Background: an optimization exercise with open tools, aiming at small area, a short achievable clock period and few clock cycles. Do not read the settings as production practice. Only simulation tests tie the RTL to the original design; equivalence was not proved. Power is estimated from default activity; no workload was simulated.

## sillar_fpu
module sillar_fpu (
    input  wire        clk,
    input  wire        rst,
    input  wire        in_valid,
    output wire        in_ready,
    input  wire [5:0]  in_op,
    input  wire [1:0]  in_rm,
    input  wire [31:0] in_a,
    input  wire [31:0] in_b,
    input  wire [31:0] in_c,
    output reg         out_valid,
    output reg  [31:0] out_res,
    output reg  [4:0]  out_flags
);
==> module fpu_cmp, before the edit <==
module fpu_cmp (
    input  wire [5:0]  op,
    input  wire [31:0] a,
    input  wire [31:0] b,
    output reg  [31:0] res,
    output reg  [4:0]  flags
);
    localparam QNAN = 32'h7FC0_0000;
    wire ffa = &a[30:23], ffb = &b[30:23];
    wire nan_a  = ffa & (a[22:0] != 23'd0);
    wire nan_b  = ffb & (b[22:0] != 23'd0);
    wire snan_a = nan_a & ~a[22];
    wire snan_b = nan_b & ~b[22];
    wire za = (a[30:23] == 8'd0), zb = (b[30:23] == 8'd0);
    wire [30:0] ma = za ? 31'd0 : a[30:0];
    wire [30:0] mb = zb ? 31'd0 : b[30:0];
    wire sa = a[31], sb = b[31];
    wire r_lt = (a[30:0] < b[30:0]);
    wire r_eq = (a[30:0] == b[30:0]);
    wire both_zero = za & zb;
    wire m_lt = za ? ~zb : ~zb & r_lt;
    wire m_eq = both_zero | (~za & ~zb & r_eq);
    wire k_eq = (sa == sb) & m_eq;
    wire k_lt = (sa & ~sb) | (~sa & ~sb & m_lt) | (sa & sb & ~m_lt & ~m_eq);
    wire v_eq = k_eq | both_zero;
    wire v_lt = k_lt & ~both_zero;
    wire is_min = ~op[4] & ~op[3];      
    wire sel_a  = is_min ? (k_lt | k_eq) : ~k_lt;
    wire [31:0] fa = {sa, ma}, fb = {sb, mb};
    always @(*) begin
        res = 32'd0;
        flags = 5'd0;
        if (~op[4]) begin               
            flags[0] = snan_a | snan_b;
            if (nan_a & nan_b)
                res = QNAN;
            else if (nan_a)
                res = fb;
            else if (nan_b)
                res = fa;
            else
                res = sel_a ? fa : fb;
        end else if (op[1:0] == 2'd0) begin    
            flags[0] = snan_a | snan_b;
            res[0] = ~nan_a & ~nan_b & v_eq;
        end else begin                  
            flags[0] = nan_a | nan_b;
            res[0] = ~nan_a & ~nan_b & (v_lt | (op[1] & v_eq));
        end
    end
endmodule
==> flow/config.mk <==
export PLATFORM = sky130hd
export DESIGN_NAME = sillar_fpu
export DESIGN_NICKNAME = sillar_fpu
export VERILOG_FILES = /design/flow/design.v
export SDC_FILE = /design/flow/constraint.sdc
export NUM_CORES = 4
export LEC_CHECK = 0
export CAP_MARGIN = 20
export CORE_MARGIN = 2
export CORE_UTILIZATION = 40
export SLEW_MARGIN = 20
==> flow/constraint.sdc <==
create_clock -name core_clock -period 22.0 [get_ports {clk}]
set_input_delay 4.4000 -clock core_clock [delete_from_list [all_inputs] [get_ports {clk}]]
set_output_delay 4.4000 -clock core_clock [all_outputs]
set_load 0.01 [all_outputs]
standard.sh (not shown) runs the stock make flow with config.mk's settings and CLKGATE_MAP_FILE= SYNTH_SCRIPT=/design/flow/synth_recipe.tcl, a recipe that flattens the netlist after the stock synthesis.
==> flow/flow/run.sh <==
#!/bin/bash
# The standard layout (standard.sh, unchanged), except that the port
# buffers that global placement inserts on every input and output are
# sky130_fd_sc_hd__buf_4 rather than the default pick, a slow delay cell.
# ORFS writes each tool's log under orfs/logs; make's own output goes to
# standard.log here.
set -euo pipefail
cd "$(dirname "$0")/.."
export BUFFER_PORTS_ARGS="-buffer_cell sky130_fd_sc_hd__buf_4"
bash standard.sh > standard.log 2>&1
Testbench counts at the start, summed over its fixed seeds: cycles 48,040.
Change:
--- a/flow/design.v
+++ b/flow/design.v
@@ -1966,13 +1966,11 @@
     wire za = (a[30:23] == 8'd0), zb = (b[30:23] == 8'd0);
     wire [30:0] ma = za ? 31'd0 : a[30:0];
     wire [30:0] mb = zb ? 31'd0 : b[30:0];
     wire sa = a[31], sb = b[31];
-    wire r_lt = (a[30:0] < b[30:0]);
-    wire r_eq = (a[30:0] == b[30:0]);
+    wire m_lt = (ma < mb);
+    wire m_eq = (ma == mb);
     wire both_zero = za & zb;
-    wire m_lt = za ? ~zb : ~zb & r_lt;
-    wire m_eq = both_zero | (~za & ~zb & r_eq);
     wire k_eq = (sa == sb) & m_eq;
     wire k_lt = (sa & ~sb) | (~sa & ~sb & m_lt) | (sa & sb & ~m_lt & ~m_eq);
     wire v_eq = k_eq | both_zero;
     wire v_lt = k_lt & ~both_zero;
The new run went through all stages and came out clean.
Count of clock-buffer cells in the layout stays the same.
Hold slack gets worse by 0.0094 ns.
Final cell count goes up by 0.81%.
Via count is higher by 0.93%.
Worst setup slack loses 0.13 ns.
Final area came out higher by 0.58%.
Synthesized cell count goes up by 1.1%.
Global-route usage climbs by 0.37 points.
Die area barely changes.
Non-clock buffer count is higher by 17.
Critical path depth stays the same.
Routed wire length increases by 0.90%.
Combinational power is higher by 8.9%.
Testbench counts after the change, summed over its fixed seeds: cycles 48,040.

========
Another version of the RTL of sillar_fpu (not shown whole).
Size in the first run: ~530 flip-flops, about 47000 um2 of cells after synthesis.
make LEC_CHECK=0 CAP_MARGIN=20 CORE_MARGIN=2 CORE_UTILIZATION=40 SLEW_MARGIN=20 finish   # period 22.0 ns
run.sh (not shown) runs the stock make flow with config.mk's settings and CLKGATE_MAP_FILE= SYNTH_SCRIPT=/design/flow/synth_recipe.tcl, a recipe that flattens the netlist after the stock synthesis.
Stock flow here: none of the scripts above is used.
Testbench counts at the start, summed over its fixed seeds: cycles 48,040.
Then changed:
--- a/flow/design.v
+++ b/flow/design.v
@@ -67,52 +67,53 @@
     wire signed [10:0] sh_raw = ep - $signed({3'b0, ez});
     wire big_c = ~c_zero & (p_zero | sh_raw[10]);
     wire over  = ~sh_raw[10] & (sh_raw[9:0] > 10'd75);
     wire signed [10:0] e74 = big_c ? $signed({3'b0, ez}) : ep;
     wire [31:0] mz = is_i2f ? x : {hz, zf & {23{hz}}, 8'd0};
     wire [106:0] ext = {mz, 75'd0} >> sh_raw[6:0];
     wire [74:0] al = big_c ? {mz, 43'd0} :
                      over  ? {74'd0, hz} :
                      {ext[106:33], |ext[32:0]};
     wire eff_sub = sp ^ sz;
     wire [74:0] alx = al ^ {75{eff_sub}};
-    reg [47:0] r_psn, r_pcn;
-    reg [74:0] r_aln;
+    wire [74:0] aln1 = ~(misc ? {38'd0, misc_flags, misc_res} : alx);
+    wire [48:0] tn_b1 = {1'b1, psn};
+    wire [48:0] tn_c1 = {1'b1, pcn};
+    wire [48:0] un_s1 = aln1[49:1] ^ tn_b1 ^ tn_c1;
+    wire [47:0] un_c1 = (aln1[48:1] & psn) | (pcn & (aln1[48:1] ^ psn));
+    reg [74:0] r_usn;        
+    reg [49:2] r_ucn;        
     reg        r_sub;
     reg signed [10:0] r_e74;
     reg        r_sp, r_zsign, r_nan, r_inv, r_inf, r_infs, r_misc, r_f2i, r_fnan, r_fbig;
     reg [1:0]  r_rm;
     always @(posedge clk) begin
-        r_psn   <= psn;
-        r_pcn   <= pcn;
-        r_aln   <= ~(misc ? {38'd0, misc_flags, misc_res} : alx);
+        r_usn   <= {aln1[74:50], un_s1, aln1[0]};
+        r_ucn   <= un_c1;
         r_sub   <= eff_sub;
         r_e74   <= e74;
         r_sp    <= sp;
         r_zsign <= zsign;
         r_nan   <= spec_nan;
         r_inv   <= spec_inv;
         r_inf   <= spec_inf;
         r_infs  <= spec_infs;
         r_rm    <= rm;
         r_misc  <= misc;
         r_f2i   <= is_f2i;
         r_fnan  <= f2i_nan;
         r_fbig  <= f2i_big;
     end
-    wire [74:0] r_al = ~r_aln;
-    wire [76:0] tn_a = {~r_sub, ~r_sub, r_aln[74:2], r_f2i ? 2'd0 : r_aln[1:0]};
-    wire [76:0] tn_b = {{28{1'b1}}, r_psn, 1'b1};
-    wire [76:0] tn_c = {{28{1'b1}}, r_pcn, 1'b1};
-    wire [76:0] un_s = tn_a ^ tn_b ^ tn_c;
-    wire [76:0] un_c = {(tn_a[75:0] & tn_b[75:0]) | (tn_c[75:0] & (tn_a[75:0] ^ tn_b[75:0])), 1'b1};
+    wire [74:0] r_al = ~r_usn;
+    wire [76:0] un_s = {~r_sub, ~r_sub, r_usn[74:2], r_f2i ? 2'd0 : r_usn[1:0]};
+    wire [76:0] un_c = {{27{1'b1}}, r_ucn, 2'b11};
     wire [76:0] hp = un_s ^ un_c;
     reg  [76:0] gg, pp, gn, pn;
     integer l, k;
     always @(*) begin
         gg = ~(un_s | un_c);
         pp = hp;
         for (l = 0; l < 7; l = l + 1) begin
             gn = gg;
             pn = pp;
             for (k = 0; k < 77; k = k + 1)
                 if (k[l]) begin
@@ -2046,44 +2047,45 @@
     output reg         out_valid,
     output reg  [31:0] out_res,
     output reg  [4:0]  out_flags
 );
     assign in_ready = 1'b1;
     wire [5:0] o = in_op;
     wire d_as  = ~o[4] & ~o[3] & ~o[2] & ~o[1];           
     wire d_fma = ~o[4] & ~o[3] & (o[2] | (o[1] & o[0]));   
     wire d_i2f = o[3] & o[1] & o[0];
     wire d_f2i = o[3] & o[2];
     wire d_one = d_as | d_i2f | d_f2i;
+    wire d_prd = ~o[4] & ~o[3] & ~(o[2] & (o[1] | o[0]));   
     wire za = (in_a[30:23] == 8'd0);
     wire zb = (in_b[30:23] == 8'd0);
     wire zc = (in_c[30:23] == 8'd0);
     reg        v0;
     reg [5:0]  op0;
     reg [1:0]  rm0;
     reg [31:0] x0, y0, c0;
     reg [7:0]  ex0, ey0, ez0;
     reg        hx0, xm0, hy0, ym0, one0, hz0, sz0, zb0, zc0, i2f0, f2i0;
     always @(posedge clk) begin
         v0   <= in_valid & ~rst;
         op0  <= in_op;
         rm0  <= in_rm;
         x0   <= in_a;
         y0   <= in_b;
         c0   <= in_c;
         ex0  <= d_i2f ? 8'd159 : d_f2i ? 8'd172 : in_a[30:23];
         ey0  <= d_one ? 8'd127 : in_b[30:23];
         ez0  <= d_as ? in_b[30:23] : d_fma ? in_c[30:23] :
                 d_i2f ? 8'd158 : d_f2i ? in_a[30:23] : 8'd0;
-        hx0  <= d_i2f ? in_a[31] : ~d_f2i & ~za;
-        xm0  <= ~o[3] & ~za;
+        hx0  <= d_i2f ? in_a[31] : d_prd & ~za;
+        xm0  <= d_prd & ~za;
         hy0  <= d_one | ~zb;
         ym0  <= ~d_one & ~zb;
         one0 <= d_one;
         hz0  <= d_as ? ~zb : d_fma ? ~zc : d_f2i & ~za;
         sz0  <= d_as ? in_b[31] ^ o[0] : d_fma & in_c[31];
         zb0  <= d_as;
         zc0  <= d_fma;
         i2f0 <= d_i2f;
         f2i0 <= d_f2i;
     end
     wire [31:0] res4;
=> Worst setup slack gets worse by 0.55 ns. Core utilization went down by 0.13 points. Global-route usage went down by 0.38 points. Sequential power went down by about 8%. Clock-buffer cell count went down by 17. Register-to-register slack gets worse by 0.55 ns. Worst hold slack gets worse by 0.010 ns. Via count went down by 1.8%. Clock skew went up by 0.013 ns. Fmax went down by 8.0%. Cell count went down by 4.4%.
Testbench counts after the change, summed over its fixed seeds: cycles 48,040.

re-timing with driven ports:
The flow's constraints put no driver on any port. The routed layouts listed below were extracted and timed again, unchanged, in two steps.
Step 1, drivers: a clkbuf_16 drives clk and a buf_2 each remaining input, both assumed.
Step 2 also shifts input and output timing later by t, the mid clock arrival at the registers, as if the neighbouring blocks saw the same clock.
a / b / c = ideal ports / drivers / drivers and shift; a / b = the first two.
run | shift t [ns] | setup WS [ns] | worst setup path after step 2
the first run of note 1 | 0.758 | 15.965 / 15.965 / 15.965 | register to register
the second run of note 1 | 0.760 | 15.839 / 15.839 / 15.839 | register to register
the first run of note 2 | 0.734 | 15.610 / 15.610 / 15.541 | input to register
the second run of note 2 | 0.720 | 15.056 / 15.056 / 15.056 | register to register
After both steps every run listed still meets setup and hold. For the first run of note 2, which loses most, drivers alone change the setup slack by 0.000 ns; drivers and shift together by -0.069 ns.
